This is an optimization exercise on Yosys and OpenROAD, whose aim is small area, a short achievable clock period and few clock cycles per item, not a production implementation.
Where RTL was checked, it was by simulation tests only, not by an equivalence proof against the original.
For runs 1 to 3, only the layout was checked, not whether the RTL still works.

**design.v**
```verilog
module sht_sbox (input wire [7:0] a, output wire [7:0] y);
  wire U0=a[7],U1=a[6],U2=a[5],U3=a[4],U4=a[3],U5=a[2],U6=a[1],U7=a[0];
  wire T1=U0^U3, T2=U0^U5, T3=U0^U6, T4=U3^U5, T5=U4^U6, T6=T1^T5, T7=U1^U2;
  wire T8=U7^T6, T9=U7^T7, T10=T6^T7, T11=U1^U5, T12=U2^U5, T13=T3^T4, T14=T6^T11;
  wire T15=T5^T11, T16=T5^T12, T17=T9^T16, T18=U3^U7, T19=T7^T18, T20=T1^T19;
  wire T21=U6^U7, T22=T7^T21, T23=T2^T22, T24=T2^T10, T25=T20^T17, T26=T3^T16, T27=T1^T12;
  wire D=U7;
  wire M1=T13&T6, M2=T23&T8, M3=T14^M1, M4=T19&D, M5=M4^M1, M6=T3&T16, M7=T22&T9;
  wire M8=T26^M6, M9=T20&T17, M10=M9^M6, M11=T1&T15, M12=T4&T27, M13=M12^M11;
  wire M14=T2&T10, M15=M14^M11, M16=M3^M2, M17=M5^T24, M18=M8^M7, M19=M10^M15;
  wire M20=M16^M13, M21=M17^M15, M22=M18^M13, M23=M19^T25, M24=M22^M23, M25=M22&M20;
  wire M26=M21^M25, M27=M20^M21, M28=M23^M25, M29=M28&M27, M30=M26&M24, M31=M20&M23;
  wire M32=M27&M31, M33=M27^M25, M34=M21&M22, M35=M24&M34, M36=M24^M25, M37=M21^M29;
  wire M38=M32^M33, M39=M23^M30, M40=M35^M36, M41=M38^M40, M42=M37^M39, M43=M37^M38;
  wire M44=M39^M40, M45=M42^M41;
  wire M46=M44&T6, M47=M40&T8, M48=M39&D, M49=M43&T16, M50=M38&T9, M51=M37&T17;
  wire M52=M42&T15, M53=M45&T27, M54=M41&T10, M55=M44&T13, M56=M40&T23, M57=M39&T19;
  wire M58=M43&T3, M59=M38&T22, M60=M37&T20, M61=M42&T1, M62=M45&T4, M63=M41&T2;
  wire L0=M61^M62, L1=M50^M56, L2=M46^M48, L3=M47^M55, L4=M54^M58, L5=M49^M61;
  wire L6=M62^L5, L7=M46^L3, L8=M51^M59, L9=M52^M53, L10=M53^L4, L11=M60^L2;
  wire L12=M48^M51, L13=M50^L0, L14=M52^M61, L15=M55^L1, L16=M56^L0, L17=M57^L1;
  wire L18=M58^L8, L19=M63^L4, L20=L0^L1, L21=L1^L7, L22=L3^L12, L23=L18^L2;
  wire L24=L15^L9, L25=L6^L10, L26=L7^L9, L27=L8^L10, L28=L11^L14, L29=L11^L17;
  assign y[7]=L6^L24;
  assign y[6]=~(L16^L26);
  assign y[5]=~(L19^L28);
  assign y[4]=L6^L21;
  assign y[3]=L20^L22;
  assign y[2]=L25^L29;
  assign y[1]=~(L13^L27);
  assign y[0]=~(L6^L23);
endmodule
module sht_key_step (
  input  wire [127:0] rk_in,
  input  wire [7:0]   rcon,
  output wire [127:0] rk_out
);
  wire [31:0] w0 = rk_in[127:96];
  wire [31:0] w1 = rk_in[95:64];
  wire [31:0] w2 = rk_in[63:32];
  wire [31:0] w3 = rk_in[31:0];
  wire [31:0] sw;    
  sht_sbox u_s0 (.a(w3[23:16]), .y(sw[31:24]));
  sht_sbox u_s1 (.a(w3[15:8]),  .y(sw[23:16]));
  sht_sbox u_s2 (.a(w3[7:0]),   .y(sw[15:8]));
  sht_sbox u_s3 (.a(w3[31:24]), .y(sw[7:0]));
  wire [31:0] p0 = w0 ^ {rcon, 24'h000000};
  wire [31:0] p1 = p0 ^ w1;
  wire [31:0] p2 = p1 ^ w2;
  wire [31:0] p3 = p2 ^ w3;
  assign rk_out = {p0 ^ sw, p1 ^ sw, p2 ^ sw, p3 ^ sw};
endmodule
module sht_aes_round (
  input  wire [127:0] s_in,
  output wire [127:0] sr,    
  output wire [127:0] mc     
);
  wire [127:0] sb;    
  genvar i, c;
  generate
    for (i = 0; i < 16; i = i + 1) begin : g_sub
      sht_sbox u_sbox (.a(s_in[127-8*i -: 8]), .y(sb[127-8*i -: 8]));
    end
    for (i = 0; i < 16; i = i + 1) begin : g_shift
      assign sr[127-8*i -: 8] = sb[127-8*((i%4) + 4*(((i/4) + (i%4)) % 4)) -: 8];
    end
    for (c = 0; c < 4; c = c + 1) begin : g_mix
      wire [7:0] a0 = sr[127-32*c -: 8];
      wire [7:0] a1 = sr[119-32*c -: 8];
      wire [7:0] a2 = sr[111-32*c -: 8];
      wire [7:0] a3 = sr[103-32*c -: 8];
      wire [7:0] t  = a0 ^ a1 ^ a2 ^ a3;
      wire [7:0] b0 = a0 ^ a1;
      wire [7:0] b1 = a1 ^ a2;
      wire [7:0] b2 = a2 ^ a3;
      wire [7:0] b3 = a3 ^ a0;
      wire [7:0] d0 = {b0[6:0], 1'b0} ^ (b0[7] ? 8'h1b : 8'h00);
      wire [7:0] d1 = {b1[6:0], 1'b0} ^ (b1[7] ? 8'h1b : 8'h00);
      wire [7:0] d2 = {b2[6:0], 1'b0} ^ (b2[7] ? 8'h1b : 8'h00);
      wire [7:0] d3 = {b3[6:0], 1'b0} ^ (b3[7] ? 8'h1b : 8'h00);
      assign mc[127-32*c -: 8] = a0 ^ t ^ d0;
      assign mc[119-32*c -: 8] = a1 ^ t ^ d1;
      assign mc[111-32*c -: 8] = a2 ^ t ^ d2;
      assign mc[103-32*c -: 8] = a3 ^ t ^ d3;
    end
  endgenerate
endmodule
module sht_codegen (
  input  wire         clk,
  input  wire         rst,           
  input  wire [127:0] key,           
  input  wire         req_valid,
  output wire         req_ready,
  input  wire         req_fixed,     
  input  wire [31:0]  req_frame,     
  input  wire [31:0]  req_salt,      
  input  wire [5:0]   req_addr,      
  input  wire [23:0]  req_train,     
  input  wire [5:0]   req_pulses,    
  input  wire [4:0]   req_window,    
  output wire         off_valid,
  input  wire         off_ready,
  output wire [9:0]   off_data,      
  output wire         off_last,      
  output reg  [15:0]  keychk,
  output reg          keychk_valid
);
  reg         b_valid;
  reg  [93:0] base;          
  reg  [1:0]  b_lastblk;     
  reg  [2:0]  b_lastcnt;     
  reg  [4:0]  b_win;
  reg         b_fixed;
  reg  [1:0]  jblk;          
  reg         run;           
  reg  [3:0]  round;         
  reg  [127:0] state;        
  reg  [127:0] rk;           
  reg         chk_pending;   
  reg         job_chk;       
  reg         job_last;      
  reg  [2:0]  job_cnt;       
  reg  [4:0]  job_win;
  reg         job_fixed;
  reg  [127:0] obuf;
  reg  [3:0]  ob_rem;        
  reg  [2:0]  ob_slot;       
  reg         ob_last;       
  reg  [4:0]  ob_win;
  reg         ob_fixed;
  reg         ov;
  reg  [9:0]  od;
  reg         ol;
  reg  [7:0]   rcon;
  wire [127:0] rk_next;
  wire [127:0] sr, mc;
  always @(*) begin
    case (round)
      4'd1:    rcon = 8'h01;
      4'd2:    rcon = 8'h02;
      4'd3:    rcon = 8'h04;
      4'd4:    rcon = 8'h08;
      4'd5:    rcon = 8'h10;
      4'd6:    rcon = 8'h20;
      4'd7:    rcon = 8'h40;
      4'd8:    rcon = 8'h80;
      4'd9:    rcon = 8'h1b;
      4'd10:   rcon = 8'h36;
      default: rcon = 8'h00;
    endcase
  end
  sht_key_step  u_key   (.rk_in(rk), .rcon(rcon), .rk_out(rk_next));
  sht_aes_round u_round (.s_in(state), .sr(sr), .mc(mc));
  wire [127:0] s_round = mc ^ rk_next;     
  wire [127:0] s_final = sr ^ rk_next;     
  wire at_last   = run && (round == 4'd10);
  wire ob_empty  = (ob_rem == 4'd0);
  wire fin       = at_last && (job_chk || ob_empty);   
  wire stall     = at_last && !job_chk && !ob_empty;   
  wire slot_free = !run || fin;
  wire ld_chk    = slot_free && chk_pending;
  wire ld_req    = slot_free && !chk_pending && b_valid;
  wire ld_lastb  = (jblk == b_lastblk);
  assign req_ready = !b_valid;
  wire [5:0]  pulses_m1 = req_pulses - 6'd1;
  wire [15:0] r_k  = obuf[16*ob_slot +: 16];
  wire [20:0] prod = r_k * ob_win;
  wire [127:0] pt_req = {base, 32'd0, jblk};
  always @(posedge clk) begin
    if (rst) begin
      b_valid      <= 1'b0;
      run          <= 1'b0;
      chk_pending  <= 1'b1;
      keychk_valid <= 1'b0;
      ob_rem       <= 4'd0;
      ov           <= 1'b0;
    end else begin
      if (req_valid && !b_valid) begin
        b_valid   <= 1'b1;
        base      <= {req_frame, req_salt, req_addr, req_train};
        b_lastblk <= pulses_m1[4:3];
        b_lastcnt <= pulses_m1[2:0];
        b_win     <= req_window;
        b_fixed   <= req_fixed;
        jblk      <= 2'd0;
      end
      if (ld_chk || ld_req) begin
        run      <= 1'b1;
        round    <= 4'd1;
        rk       <= key;
        job_chk  <= ld_chk;
        job_last <= ld_lastb;
        job_cnt  <= ld_lastb ? b_lastcnt : 3'd7;
        job_win  <= b_win;
        job_fixed<= b_fixed;
        state    <= (ld_chk ? 128'd0 : pt_req) ^ key;
        if (ld_chk)
          chk_pending <= 1'b0;
        else if (ld_lastb)
          b_valid <= 1'b0;
        else
          jblk <= jblk + 2'd1;
      end else if (fin) begin
        run <= 1'b0;
      end else if (run && !stall) begin
        round <= round + 4'd1;
        rk    <= rk_next;
        state <= s_round;
      end
      if (fin && job_chk) begin
        keychk       <= s_final[15:0];
        keychk_valid <= 1'b1;
      end
      if (!ov || off_ready) begin
        if (!ob_empty) begin
          ov      <= 1'b1;
          od      <= ob_fixed ? 10'd0 : prod[20:11];
          ol      <= ob_last && (ob_rem == 4'd1);
          ob_slot <= ob_slot + 3'd1;
          ob_rem  <= ob_rem - 4'd1;
        end else begin
          ov <= 1'b0;
        end
      end
      if (fin && !job_chk) begin
        obuf     <= s_final;
        ob_rem   <= {1'b0, job_cnt} + 4'd1;
        ob_slot  <= 3'd0;
        ob_last  <= job_last;
        ob_win   <= job_win;
        ob_fixed <= job_fixed;
      end
    end
  end
  assign off_valid = ov;
  assign off_data  = od;
  assign off_last  = ol;
endmodule
```
**run.sh**
```bash
#!/bin/bash
# synth_recipe.tcl (not shown) runs the flow's synth.tcl, then flattens the netlist and writes it again
# the make line also repeats each setting of config.mk as NAME=value (left out here)
make -C /OpenROAD-flow-scripts/flow DESIGN_CONFIG=/design/flow/config.mk WORK_HOME=/design/flow/orfs CLKGATE_MAP_FILE= SYNTH_SCRIPT=/design/flow/synth_recipe.tcl finish
```
**config.mk**
```make
export PLATFORM = sky130hd
export DESIGN_NAME = sht_codegen
export DESIGN_NICKNAME = sht_codegen
export VERILOG_FILES = /design/flow/design.v
export SDC_FILE = /design/flow/constraint.sdc
export NUM_CORES = 4
export LEC_CHECK = 0
export CAP_MARGIN = 20
export CELL_PAD_IN_SITES_DETAIL_PLACEMENT = 2
export CELL_PAD_IN_SITES_GLOBAL_PLACEMENT = 2
export CORE_MARGIN = 2
export CORE_UTILIZATION = 30
export PLACE_DENSITY = 0.5
export SLEW_MARGIN = 20
```
**constraint.sdc**
```tcl
create_clock -name core_clock -period 12.0 [get_ports {clk}]
set_input_delay 2.4000 -clock core_clock [delete_from_list [all_inputs] [get_ports {clk}]]
set_output_delay 2.4000 -clock core_clock [all_outputs]
set_load 0.01 [all_outputs]
```
==> results of run 1 <==
## placed cells by master, fill, tap and decap left out, types with 144 or more instances in the layout
cell | netlist | layout
inv_1 | 144 | 144
a21oi_1 | 461 | 461
nor3_1 | 178 | 177
xnor2_1 | 1359 | 1338
nand2_1 | 739 | 738
xnor3_1 | 160 | 160
edfxtp_1 | 543 | 543
xor2_1 | 565 | 553
buf_4 | 20 | 226
clkdlybuf4s50_1 | 0 | 266
nand3_1 | 179 | 179
o21ai_0 | 363 | 360
nor2_1 | 597 | 592
## cells in the mapped netlist, drive strengths merged (21+ instances only)
cell,count,area [µm²]
a2111oi,24,319
a211o,21,184
a211oi,89,736
a21o,37,278
a21oi,466,2360
a221oi,32,299
a22oi,55,423
a31oi,75,469
a32oi,23,201
and2,44,278
and3,34,213
buf,225,1150
clkbuf,245,925
edfxtp,543,16300
fa,41,821
ha,78,976
inv,144,541
maj3,22,223
mux2,27,304
mux2i,100,1000
mux4,28,631
nand2,740,2780
nand2b,50,313
nand3,179,896
nand4,42,263
nor2,611,2350
nor2b,108,676
nor3,189,1010
nor4,40,278
o211ai,85,638
o21a,25,188
o21ai,413,2070
o21bai,21,158
o221ai,51,447
o22ai,100,626
o31ai,30,225
o32ai,29,254
or3,49,307
xnor2,1496,14300
xnor3,170,3840
xor2,617,5840
xor3,28,668
## worst max-delay path by stage
stage	endpoint	start	slack, ps	depth (start not counted)
after floorplan	u_key.rcon[2]	rst	1970	7
after global placement	state[82]	state[15]	3650	20
after detailed placement	state[82]	state[9]	3460	20
after CTS	state[82]	state[9]	3410	20
after global routing	state[82]	state[9]	2870	20
final	state[72]	state[15]	3450	19
## registers in the layout (all words and copies together) (netlist names), 2 cells and up
signal	cells
ob_slot	3
ob_win	5
keychk	16
obuf	128
jblk	2
round	4
job_cnt	3
u_key.rcon	8
b_win	5
job_win	5
b_lastblk	2
od	10
b_lastcnt	3
base	94
ob_rem	4
state	128
rk	128
## per-layer routing
metal | vias up | GRT usage (%) | wire length [µm] | part of all wire, %
met1 | 31500 | 37.9 | 153000 | 47
li1 | 27700 | - | - | -
met3 | 218 | 2.76 | 11900 | 3.6
met5 | - | 0 | 13 | 0.0040
met2 | 1118 | 45.2 | 155000 | 47
met4 | 2 | 6.57 | 8790 | 2.7
## cell families after synthesis
family          count (synthesis)
fa+ha+maj                     141
flops                         560
xor+xnor                     2311
buf+inv                       614
compound gates               1793
simple gates                 2149
mux                           155
## final cells by class
cell class              count  share of cell area, %
diodes                      4                 0.0127
clock buffers              92                   2.60
clock inverters            50                  0.737
inverters                 144                  0.686
multi-input cells        6549                   64.4
flip-flops and latches    560                   21.1
well taps                3026                   4.81
repair buffers            495                   5.60
## critical path, cell delays in order (launching register included)
cell and delay (ps):
edfxtp_1 730, xor2_1 340, xnor2_1 710, xor2_1 460, inv_1 90, ha_1 310, a21boi_0 400, o211ai_1 300
o211a_1 320, nor2_2 670, a21oi_1 170, a21oi_1 460, a21oi_1 140, o311ai_4 180, xnor3_1 770, xnor2_1 730
xor2_1 450, xnor2_1 150, xnor2_1 150, a21oi_1 650
==> impl_metrics.toml, run 1 <==
[synth]
synth_top_family_by_area = "XOR/XNOR gates"
synth_cell_type_count = 120
synth.area.mux_share_pct = 2.78
synth_edf_count = 543
yosysWarnings = 1
synthCells = 7723
post_synth_fa_ha_maj_area_fraction_pct = 2.90
yosys.area_share.xor_xnor_pct = 35.4
yosys_most_used_dff = "edfxtp_1"
synthesis.nets = 8080
ys_seq_area_share_pct = 23.9
ys_ff_latch = 560
syn_area_um2 = 69700
synthSimpleGateAreaFrac_pct = 14.2
synth_async_sr_flop_share_pct = 0
avgSynthCellArea_um2 = 9.02
synth_compound_area_share_pct = 17.1

[timing]
worstMarginPinSlew_ps = 1220
setup_viol = 0
slew_headroom_pct = 18.8
drv_slew = 0
tns_ps = 0
rsz0062_at_grt = "false"
clock_skew_ps = 45.7
setup_slack_ps = 3450
fin_hold_ws_ps = 423
max_freq_mhz = 117
period_share_pct = 71.2
period_minus_slack_ps = 8550
finalHoldViolCount = 0

[worst_hold_path]
min_to = "ob_last"
hold_start = "job_last"
hold_class = "reg -> reg"
holdPathStages = 0

[critical_path]
endpoint_kind = "register"
critPathLaunchType = "register"
critPathMaxFanout = 18
worstSetupPathType = "reg -> reg"
r2r_slack_ps = 3450
crit_arrival_ps = 8950
r2r_start = "state[15]"
worstRegToRegCells = 19
r2r_end = "state[72]"
crit_required_ps = 12400

[die]
start_util_pct = 30.2
die_w_um = 486
coreArea_um2 = 230000
die_h_um = 486
rows = 176
die_area_um2 = 236000
pin_count = 268

[layout]
regArea_um2 = 16600
synthToLayoutAreaGrowth_pct = 13.0
nNetsFinal = 8186
utilization_pct = 34.2
final_cell_area_um2 = 78700
multi_input_area_um2 = 50700
layout.cells.non_filler = 10900
nFillCells = 25500
drive_above_1_share_pct = 9.59

[route]
via_count = 60500
wire_per_inst_um = 30.1
drt_wl_total_um = 329000
viasPerCell = 5.54
drc_errors = 0
dr.pass1.iters = 6
drt-initial-drc-count = 4194
antenna_left = 0

[placed_design]
hpwl_um = 262000
place.gp.congestion = 0.904
dpl_worst_slack_ps = 3460
place_area_um2 = 76100
portBuffers = 266
dp.cells = 10800

[clock_tree]
h-tree-depth = 3
tritoncts = "done"
cts_buffer_depth = 3
post_cts_buffers = 0
numCtsBuffers = 79
ctsRootBufferMaster = "clkbuf_16"
clkTransAtPathRegs_ps = 70
cts_hold_buffers = 0
cts.sink_count = 560
clk_latency_ps = 740
cts_resized = 0

[global_routing]
grt_pass1_vias = 63400
grt_first_pass_wirelength_um = 475000
antenna_found_initial = 18
grt_start_max_net_pins = 128
grt-ovfl-total = 0
grt_usage_pct = 27.2

[run_status]
status = "no timing/DRC/antenna violations"

[run]
maxCapViolCount = 0
==> run 2: changes to the inputs <==
--- a/config.mk
+++ b/config.mk
@@ -5,6 +5,7 @@
 export SDC_FILE = /design/flow/constraint.sdc
 export NUM_CORES = 4
 export LEC_CHECK = 0
+export ABC_AREA = 1
 export CAP_MARGIN = 20
 export CELL_PAD_IN_SITES_DETAIL_PLACEMENT = 2
 export CELL_PAD_IN_SITES_GLOBAL_PLACEMENT = 2
==> run 2 against run 1 <==
Against the previous run: still clean; setup slack gained 1400 ps; hold slack gained 0.79 ps; routed wire length increased by 17%; via count is 34% higher; critical path type unchanged; critical endpoint is now od[9]; highest routed layer unchanged.
==> impl_metrics.toml, run 2 <==
[run_status]
status = "no timing/DRC/antenna violations"

[layout]
top_regs = "obuf: 128 flops, rk: 128 flops, state: 128 flops"
drive_above_1_share_pct = 5.82
synthToLayoutAreaGrowth_pct = 12.2
nNetsFinal = 12600
utilization_pct = 33.9
final_common_cell = "nand2_1"
mostFrequentLayoutCells = "nand2_1 (5797), nand3_1 (1560), inv_1 (1132)"
layout.cells.non_filler = 15500

[clock_tree]
clkTransAtPathRegs_ps = 60
tritoncts = "done"
clk_latency_ps = 780
cts.sink_count = 560
cts_resized = 0
ctsRootBufferMaster = "clkbuf_16"
h-tree-depth = 3
numCtsBuffers = 81
post_cts_buffers = 0
cts_buffer_depth = 3
cts_hold_buffers = 0

[global_routing]
grt_first_pass_wirelength_um = 561000
antenna_found_initial = 34
grt_usage_pct = 30.8
grt_pass1_vias = 86000
grt-ovfl-total = 0
grt_start_max_net_pins = 119

[synth]
synthCells = 12100
synthSimpleGateAreaFrac_pct = 49.2
ys_ff_latch = 560
yosys.area_share.xor_xnor_pct = 13.4
yosysTopAreaCellShare_pct = 30.2
synth_area_leaders = "nand2_1 (30%), edfxtp_1 (23%), nand3_1 (11%)"
synth_compound_area_share_pct = 3.88
ys_seq_area_share_pct = 23.1
syn_area_um2 = 72000
synth_async_sr_flop_share_pct = 0
yosysTopAreaCell = "nand2_1"
synthTopCellsByCount = "nand2_1 (5797), nand3_1 (1560), inv_1 (1135)"
yosysWarnings = 1
synthesis.nets = 12400
post_synth_fa_ha_maj_area_fraction_pct = 2.49
synth_edf_count = 543
yosysMostFrequentCell = "nand2_1"
avgSynthCellArea_um2 = 5.98
synth.area.mux_share_pct = 0
synth_cell_type_count = 63
yosys_most_used_dff = "edfxtp_1"
synth_top_family_by_area = "simple AND/OR/NAND/NOR gates"

[placed_design]
portBuffers = 266
place.gp.congestion = 0.941
hpwl_um = 331000
dpl_worst_slack_ps = 4890
dp.cells = 15300

[route]
drt-initial-drc-count = 4291
via_count = 81000
wire_per_inst_um = 24.8
dr.pass1.iters = 5
drc_errors = 0
drt_wl_total_um = 385000
antenna_left = 0
viasPerCell = 5.23

[timing]
setup_slack_ps = 4820
period_share_pct = 59.8
period_minus_slack_ps = 7180
slew_headroom_pct = 22.9
drv_slew = 0
fin_hold_ws_ps = 424
tns_ps = 0
max_freq_mhz = 139
clock_skew_ps = 49.8
finalHoldViolCount = 0
setup_viol = 0
rsz0062_at_grt = "false"
worstMarginPinSlew_ps = 1140

[die]
die_h_um = 494
die_area_um2 = 244000
coreArea_um2 = 238000
pin_count = 268
die_w_um = 494
start_util_pct = 30.2
rows = 179

[critical_path]
critPathLaunchType = "register"
worstSetupPathType = "reg -> reg"
crit_required_ps = 12590
r2r_start = "ob_slot[0]"
critPathMaxFanout = 34
endpoint_kind = "register"
crit_arrival_ps = 7760
startpoint = "ob_slot[0]"

[worst_hold_path]
hold_class = "reg -> reg"
hold_start = "b_win[2]"

[run]
maxCapViolCount = 0
## run 2: kinds of logic (layout without fill, tap and decap cells)
| group | after synthesis | after routing |
|---|---|---|
| other cells | 0 | 9 |
| flops | 560 | 560 |
| compound gates | 511 | 511 |
| fa+ha+maj | 119 | 119 |
| simple gates | 8435 | 8435 |
| buf+inv | 1424 | 1687 |
| xor+xnor | 1002 | 1002 |
## run 2: area by class of cell
cell class | count | area, µm²
Antenna cell | 9 | 22.5
Timing Repair Buffer | 308 | 3020
Multi-Input combinational cell | 10100 | 49700
Tap cell | 3167 | 3960
Clock buffer | 94 | 2090
Fill cell | 29800 | 158000
Sequential cell | 560 | 16600
Inverter | 1231 | 4640
Clock inverter | 54 | 688
## run 2: path summary, 6_finish.rpt
check                     to  slack, ps  cells after the start
setup / recovery       od[9]       4820                     19
hold / removal    job_win[2]        420                      0
hold reg to reg   job_win[2]        420                      0
setup reg to reg       od[9]       4820                     19
## run 2: routing by layer
metal / GRT usage (%) / wire, µm
met5: 0 / 118
met4: 12.8 / 18600
met3: 2.70 / 12000
met2: 53.8 / 185000
met1: 38.7 / 169000
## run 2: through the flow
step                cell area, µm²
floorplan                    72000
global placement             78000
detailed placement           78000
CTS                          80800
global route                 80800
finish                       80800
## run 2: worst max-delay path, cell delays in order (launching register included)
cell and delay, ps:
edfxtp_1 360, buf_4 240, inv_2 470, buf_4 480, o21ai_0 140, o221ai_1 840
o21ai_1 570, nor2_1 300, fa_1 460, fa_1 500, inv_1 50, fa_1 490
inv_1 50, ha_1 410, nand4_1 170, o41ai_1 700, nand3_1 190, o21ai_0 280
o21ai_0 110, a21oi_1 150
==> run 3: changes to the inputs <==
--- a/config.mk
+++ b/config.mk
@@ -5,11 +5,11 @@
 export SDC_FILE = /design/flow/constraint.sdc
 export NUM_CORES = 4
 export LEC_CHECK = 0
-export ABC_AREA = 1
 export CAP_MARGIN = 20
 export CELL_PAD_IN_SITES_DETAIL_PLACEMENT = 2
 export CELL_PAD_IN_SITES_GLOBAL_PLACEMENT = 2
 export CORE_MARGIN = 2
 export CORE_UTILIZATION = 30
 export PLACE_DENSITY = 0.5
+export SETUP_SLACK_MARGIN = 5
 export SLEW_MARGIN = 20
==> run 3 against run 2 <==
Against the previous run: via count is 24% lower; design area grew 3.2%; flip-flop and latch count unchanged; hold slack worse by 3.8 ps; global-route usage fell by 3.4 points; first-iteration DRC count up 3.4%; non-clock buffer count is 373 higher; sequential share of layout area is 0.63 points lower; setup slack gained 220 ps; critical path type unchanged.
==> impl_metrics.toml, run 3 <==
[run_status]
status = "no timing/DRC/antenna violations"

[placed_design]
place_area_um2 = 76100
portBuffers = 266
place.gp.congestion = 0.905
dpl_worst_slack_ps = 3510
hpwl_um = 261000

[synth]
yosysMostFrequentCell = "xnor2_1"
synth_area_leaders = "edfxtp_1 (23%), xnor2_1 (17%), xor2_1 (7.1%)"
synth_edf_count = 543
synthesis.nets = 8080
syn_area_um2 = 69700
avgSynthCellArea_um2 = 9.02
synth_cell_type_count = 120
synthTopCellsByCount = "xnor2_1 (1359), nand2_1 (739), nor2_1 (597)"
ys_ff_latch = 560
yosysWarnings = 1
yosys_most_used_dff = "edfxtp_1"
synthCells = 7723
synth_async_sr_flop_share_pct = 0
yosysTopAreaCellShare_pct = 23.4
ys_seq_area_share_pct = 23.9
yosysTopAreaCell = "edfxtp_1"

[clock_tree]
tritoncts = "done"
clkTransAtPathRegs_ps = 60
ctsRootBufferMaster = "clkbuf_16"
clk_latency_ps = 740
h-tree-depth = 3
cts.sink_count = 560
numCtsBuffers = 80
cts_buffer_depth = 3

[timing]
finalHoldViolCount = 0
drv_slew = 0
tns_ps = 0
slew_headroom_pct = 14.9
max_freq_mhz = 144
setup_viol = 0
period_minus_slack_ps = 6950
worstMarginPinSlew_ps = 1240
setup_slack_ps = 5050
period_share_pct = 57.9
clock_skew_ps = 53.7
rsz0062_at_grt = "true"

[die]
start_util_pct = 30.2
die_w_um = 486
rows = 176
die_area_um2 = 236000
pin_count = 268
die_h_um = 486
coreArea_um2 = 230000

[route]
wire_per_inst_um = 30.1
drt_wl_total_um = 334000
viasPerCell = 5.56
drt-initial-drc-count = 4435
drc_errors = 0
antenna_left = 0
via_count = 61700
dr.pass1.iters = 8

[critical_path]
slowest_stage = "xnor2_1"
critPathMaxFanout = 9
crit_required_ps = 12360
slowest_delay_ps = 540
path_delay_family = "XOR/XNOR gates"
critPathLaunchType = "register"
crit_chain = "buf_4 -> xor2_4 -> xor2_2 -> xnor2_1 -> inv_1 -> ha_1 -> xnor2_1 -> xnor2_2 -> buf_4 -> xnor2_2 -> nor2_1 -> a2111oi_0 -> o221ai_2 -> xor2_1 -> xnor3_1 -> xnor2_2 -> buf_4 -> xnor2_1 -> xnor2_1 -> xnor2_1 -> xnor2_1 -> o21ai_0"
crit_top_cell = "xnor2_1"
endpoint_kind = "register"
path_buf_inv = 4
crit_arrival_ps = 7310
worstSetupPathType = "reg -> reg"

[global_routing]
antenna_found_initial = 19
grt-ovfl-total = 0
grt_first_pass_wirelength_um = 478000
grt_pass1_vias = 64100
grt_usage_pct = 27.5
grt_start_max_net_pins = 136

[layout]
final_cell_area_um2 = 83300
nFillCells = 25100
mostFrequentLayoutCells = "xnor2_1 (1185), nand2_1 (737), nor2_1 (589)"
final_common_cell = "xnor2_1"
multi_input_area_um2 = 53800
nNetsFinal = 8373
synthToLayoutAreaGrowth_pct = 19.6
top_regs = "obuf: 128 flops, rk: 128 flops, state: 128 flops"
drive_above_1_share_pct = 15.3
regArea_um2 = 16600

[worst_hold_path]
hold_class = "reg -> reg"

[run]
maxCapViolCount = 0
run 3: cell types whose count changed after synthesis, moves of 171 or more:
| cell | previous run | this run |
|---|---|---|
| xnor2_1 | 319 | 1359 |
| inv_1 | 1135 | 144 |
| nand3_1 | 1560 | 179 |
| nand2_1 | 5797 | 739 |
| nand2_2 | 213 | 1 |
| clkbuf_1 | 72 | 243 |
| a21oi_1 | 141 | 461 |
run 3: final timing paths:
kind,from,end,slack [ps],cells after the start
worst max-delay path,rk[11],state[22],5050,22
worst min-delay path,job_win[2],ob_win[2],420,0
worst max register to register,rk[11],state[22],5050,22
worst min register to register,job_win[2],ob_win[2],420,0
run 3: layer usage:
layer,vias to the layer above,track usage (%),part of all wire (%)
li1,28000,-,-
met1,32300,38.1,46
met2,1220,46.1,48
met3,263,1.94,3.4
met4,4,6.80,2.9
met5,-,0,0.0081
run 3: worst register-to-register path: stages, from the launching register on:
cell	delay [ps]
edfxtp_1	340
buf_4	270
xor2_4	400
xor2_2	320
xnor2_1	250
inv_1	140
ha_1	330
xnor2_1	240
xnor2_2	160
buf_4	180
xnor2_2	350
nor2_1	120
a2111oi_0	500
o221ai_2	310
xor2_1	300
xnor3_1	380
xnor2_2	140
buf_4	210
xnor2_1	550
xnor2_1	170
xnor2_1	170
xnor2_1	440
o21ai_0	340
run 3: logic make-up (layout without fill, tap and decap cells):
kind of cell               count (synthesis)  count (layout)  share of synthesized area [%]
and+or+nand+nor                         2149            2149                           14.2
DFF                                      560             560                           23.9
buffers and inverters                    614             969                           3.75
other                                      0               5                              0
xor gates and xnor gates                2311            2311                           35.4
AOI/OAI and AO/OA                       1793            1793                           17.1
adders and majority gates                141             141                           2.90
muxes                                    155             155                           2.78
run 3: per-stage QoR:
step           hold WS (ps)  instances  util, %
3_3_place_gp            405      10800     33.0
6_report                420      11100     36.2
4_1_cts                 422      11000     35.2
5_1_grt                 425      11100     36.2
2_1_floorplan           400       7723        -
3_5_place_dp            409      10800     33.0
run 3: what timing repair did:
item	4_1_cts	5_1_grt
buffers inserted	68	122
hold endpoints to repair	0	0
gates resized for setup	238	185
pin swaps	18	27
endpoints found under the setup margin	222	136
hold buffers	0	0
run 3: layout make-up:
type	instances	share of cell area [%]
tap	3026	4.54
sequential	560	20.0
multi-input combinational	6549	64.6
inverter	144	0.649
clock buffer	99	2.54
antenna	5	0.0150
clock inverter	45	0.574
timing repair buffer	681	7.13
==> run 4: changes to the inputs <==
--- a/design.v
+++ b/design.v
@@ -128,6 +128,11 @@
   reg         ob_last;       
   reg  [4:0]  ob_win;
   reg         ob_fixed;
+  reg         ev;
+  reg  [15:0] er;
+  reg  [4:0]  ew;
+  reg         ef;
+  reg         el;
   reg         ov;
   reg  [9:0]  od;
   reg         ol;
@@ -164,7 +169,9 @@
   assign req_ready = !b_valid;
   wire [5:0]  pulses_m1 = req_pulses - 6'd1;
   wire [15:0] r_k  = obuf[16*ob_slot +: 16];
-  wire [20:0] prod = r_k * ob_win;
+  wire [20:0] prod = er * ew;
+  wire        o_adv = !ov || off_ready;
+  wire        e_adv = !ev || o_adv;
   wire [127:0] pt_req = {base, 32'd0, jblk};
   always @(posedge clk) begin
     if (rst) begin
@@ -173,10 +180,11 @@
       chk_pending  <= 1'b1;
       keychk_valid <= 1'b0;
       ob_rem       <= 4'd0;
+      ev           <= 1'b0;
       ov           <= 1'b0;
     end else begin
-      if (req_valid && !b_valid) begin
-        b_valid   <= 1'b1;
+      if (!b_valid) begin
+        b_valid   <= req_valid;
         base      <= {req_frame, req_salt, req_addr, req_train};
         b_lastblk <= pulses_m1[4:3];
         b_lastcnt <= pulses_m1[2:0];
@@ -211,15 +219,22 @@
         keychk       <= s_final[15:0];
         keychk_valid <= 1'b1;
       end
-      if (!ov || off_ready) begin
+      if (o_adv) begin
+        ov <= ev;
+        od <= ef ? 10'd0 : prod[20:11];
+        ol <= el;
+      end
+      if (e_adv) begin
         if (!ob_empty) begin
-          ov      <= 1'b1;
-          od      <= ob_fixed ? 10'd0 : prod[20:11];
-          ol      <= ob_last && (ob_rem == 4'd1);
+          ev      <= 1'b1;
+          er      <= r_k;
+          ew      <= ob_win;
+          ef      <= ob_fixed;
+          el      <= ob_last && (ob_rem == 4'd1);
           ob_slot <= ob_slot + 3'd1;
           ob_rem  <= ob_rem - 4'd1;
         end else begin
-          ov <= 1'b0;
+          ev <= 1'b0;
         end
       end
       if (fin && !job_chk) begin
--- a/config.mk
+++ b/config.mk
@@ -5,6 +5,7 @@
 export SDC_FILE = /design/flow/constraint.sdc
 export NUM_CORES = 4
 export LEC_CHECK = 0
+export ABC_AREA = 1
 export CAP_MARGIN = 20
 export CELL_PAD_IN_SITES_DETAIL_PLACEMENT = 2
 export CELL_PAD_IN_SITES_GLOBAL_PLACEMENT = 2
==> run 4 against run 3 <==
Against the previous run: non-clock buffer count down 376; count of clock-buffer cells in the layout shrank 5; final cell count increased by 44%; fmax is 1.6% higher; hold slack got worse by 2.1 ps; critical endpoint is now state[9]; synthesized cell count is 60% higher; still clean; utilization decreased by 2.4 points.
==> impl_metrics.toml, run 4 <==
[run_status]
status = "no timing/DRC/antenna violations"

[layout]
utilization_pct = 33.7
top_regs = "obuf: 128 flops, rk: 128 flops, state: 128 flops"
synthToLayoutAreaGrowth_pct = 12.2
final_cell_area_um2 = 83700
drive_above_1_share_pct = 8.81
mostFrequentLayoutCells = "nand2_1 (5858), nand3_1 (1599), inv_1 (1098)"
nNetsFinal = 12900
final_common_cell = "nand2_1"

[global_routing]
grt_usage_pct = 31.0
grt_pass1_vias = 86800
grt_start_max_net_pins = 129
antenna_found_initial = 30
grt_first_pass_wirelength_um = 579000
grt-ovfl-total = 0

[placed_design]
hpwl_um = 345000
place.gp.congestion = 0.971
place_area_um2 = 80700
portBuffers = 266

[die]
die_area_um2 = 253000
rows = 183
die_w_um = 503
start_util_pct = 30.1
pin_count = 268
coreArea_um2 = 248000
die_h_um = 503

[clock_tree]
numCtsBuffers = 81
h-tree-depth = 3
clkTransAtPathRegs_ps = 60
cts_hold_buffers = 0
cts.sink_count = 584
ctsRootBufferMaster = "clkbuf_16"
tritoncts = "done"
clk_latency_ps = 780
cts_buffer_depth = 3

[critical_path]
slowest_delay_ps = 590
r2r_start = "rk[4]"
endpoint_kind = "register"
crit_top_cell = "nand2_1"
crit_arrival_ps = 7170
startpoint = "rk[4]"
worstSetupPathType = "reg -> reg"
critPathMaxFanout = 9
worst-path-stages = 28
critPathLaunchType = "register"
crit_required_ps = 12330
r2r_slack_ps = 5160
worstRegToRegCells = 28
path_delay_family = "simple AND/OR/NAND/NOR gates"
cp-endpoint = "state[9]"
path_buf_inv = 1
slowest_stage = "edfxtp_1"
r2r_end = "state[9]"

[run]
maxCapViolCount = 0

[timing]
drv_slew = 0
period_share_pct = 57.0
tns_ps = 0
clock_skew_ps = 75.9
slew_headroom_pct = 7.86
setup_viol = 0
worstMarginPinSlew_ps = 1370
period_minus_slack_ps = 6840
finalHoldViolCount = 0
rsz0062_at_grt = "true"
max_freq_mhz = 146

[route]
drt_wl_total_um = 401000
dr.pass1.iters = 5
drt-initial-drc-count = 4600
via_count = 83100
antenna_left = 0
wire_per_inst_um = 25.1
drc_errors = 0
viasPerCell = 5.20

[synth]
syn_area_um2 = 74600
avgSynthCellArea_um2 = 6.03
yosysTopAreaCellShare_pct = 29.5
yosysTopAreaCell = "nand2_1"
yosysWarnings = 1
synth_cell_type_count = 61
yosysMostFrequentCell = "nand2_1"
ys_ff_latch = 584
ys_seq_area_share_pct = 23.3
synth_async_sr_flop_share_pct = 0
synthCells = 12400
synthTopCellsByCount = "nand2_1 (5860), nand3_1 (1602), inv_1 (1100)"
synth_area_leaders = "nand2_1 (29%), edfxtp_1 (23%), nand3_1 (11%)"
synth_edf_count = 566
yosys_most_used_dff = "edfxtp_1"
synthesis.nets = 12700

[worst_hold_path]
hold_class = "reg -> reg"
run 4: cell types whose count changed after synthesis, moves of 168 or more:
cell | previous run | this run
a21oi_1 | 461 | 126
nand3_1 | 179 | 1602
nor3_1 | 178 | 10
nand2_1 | 739 | 5860
inv_1 | 144 | 1100
xnor2_1 | 1359 | 249
inv_2 | 0 | 176
nand2_2 | 1 | 402
run 4: how the worst min path moves through the flow:
| stage | startpoint | endpoint | slack [ps] | cells past startpoint |
|---|---|---|---|---|
| 2_1_floorplan | ob_fixed | ef | 400 | 0 |
| 3_3_place_gp | job_last | ob_last | 410 | 0 |
| 3_5_place_dp | ob_win[4] | ew[4] | 410 | 0 |
| 4_1_cts | ob_win[4] | ew[4] | 420 | 0 |
| 5_1_grt | ob_win[0] | ew[0] | 430 | 0 |
| 6_report | ob_win[0] | ew[0] | 420 | 0 |
run 4: cell families (layout without fill, tap and decap cells):
kind of cell / after synthesis / in the layout / share of synthesized area [%]
buf+inv: 1471 / 1739 / 7.89
other cells: 0 / 8 / 0
flops: 584 / 584 / 23.3
simple gates: 8759 / 8759 / 50.4
fa+ha+maj: 119 / 119 / 2.41
compound gates: 516 / 516 / 3.76
xor+xnor: 911 / 911 / 12.3
run 4: what timing repair did:
item                       in CTS  in global routing
resized for setup               0                  9
setup endpoints to repair       0                 12
setup buffers                   0                  3
run 4: per-stage QoR:
| step | setup WS (ps) | instances | hold slack [ps] |
|---|---|---|---|
| final | 5160 | 16000 | 418 |
| after detailed placement | 5290 | 15800 | 406 |
| after floorplan | 3660 | 12400 | 400 |
| after CTS | 5240 | 16000 | 421 |
| after global placement | 5470 | 15800 | 406 |
| after global routing | 5000 | 16000 | 429 |
run 4: layout make-up:
type,instances,area (µm²)
fillers,30800,164000
multi-input cells,10300,51400
flip-flops and latches,584,17400
inverters,1286,4850
well taps,3330,4170
repair buffers,305,3020
clock buffers,94,2110
clock inverters,54,701
diodes,8,20.0
run 4: metal layers:
layer	share of wire (%)	vias up	GRT usage (%)
li1	-	39400	-
met2	47	1376	52.4
met4	4.5	12	12.5
met1	45	41900	40.6
met5	0.021	-	0
met3	3.3	385	2.54
run 4: worst reg2reg max path: cells and delay by family (launching register included):
family	cells	cell delay, ps
fa+ha+maj	1	380
simple gates	21	3380
buf+inv	1	180
flops	1	590
xor+xnor	3	1460
compound gates	2	430
Testbench counts of run 4, summed over its fixed seeds: cycles 37,546, items 25,639.

==> what the ideal ports hide <==
In the flow no input, the clock included, has a driving cell. The finished layouts below were timed again as built, in two steps. Step 1: set_driving_cell puts a clkbuf_16 on clk and a buf_2 on each other input, an assumption about the parent block. Step 2 adds t to the input delays and takes it off the output delays; t is the mean of the earliest and latest rising clock arrival at the registers after step 1. Input paths then give back, and output paths get back, about the clock's delay inside the block. Slacks: no drivers / after step 1 / after step 2; pairs: no drivers / after step 1.
run	t (ns)	setup WS [ns]	hold WS [ns]	clock arrival spread, ns
run 1	0.809	3.455 / 3.455 / 3.455	0.423 / 0.423 / 0.423	0.047 / 0.046
run 2	0.867	4.825 / 4.825 / 4.825	0.424 / 0.424 / 0.424	0.051 / 0.051
run 3	0.812	5.047 / 5.047 / 5.047	0.420 / 0.420 / 0.420	0.055 / 0.056
run 4	0.853	5.157 / 5.157 / 5.157	0.418 / 0.418 / 0.418	0.078 / 0.078
After both steps setup and hold are still met in every run listed.
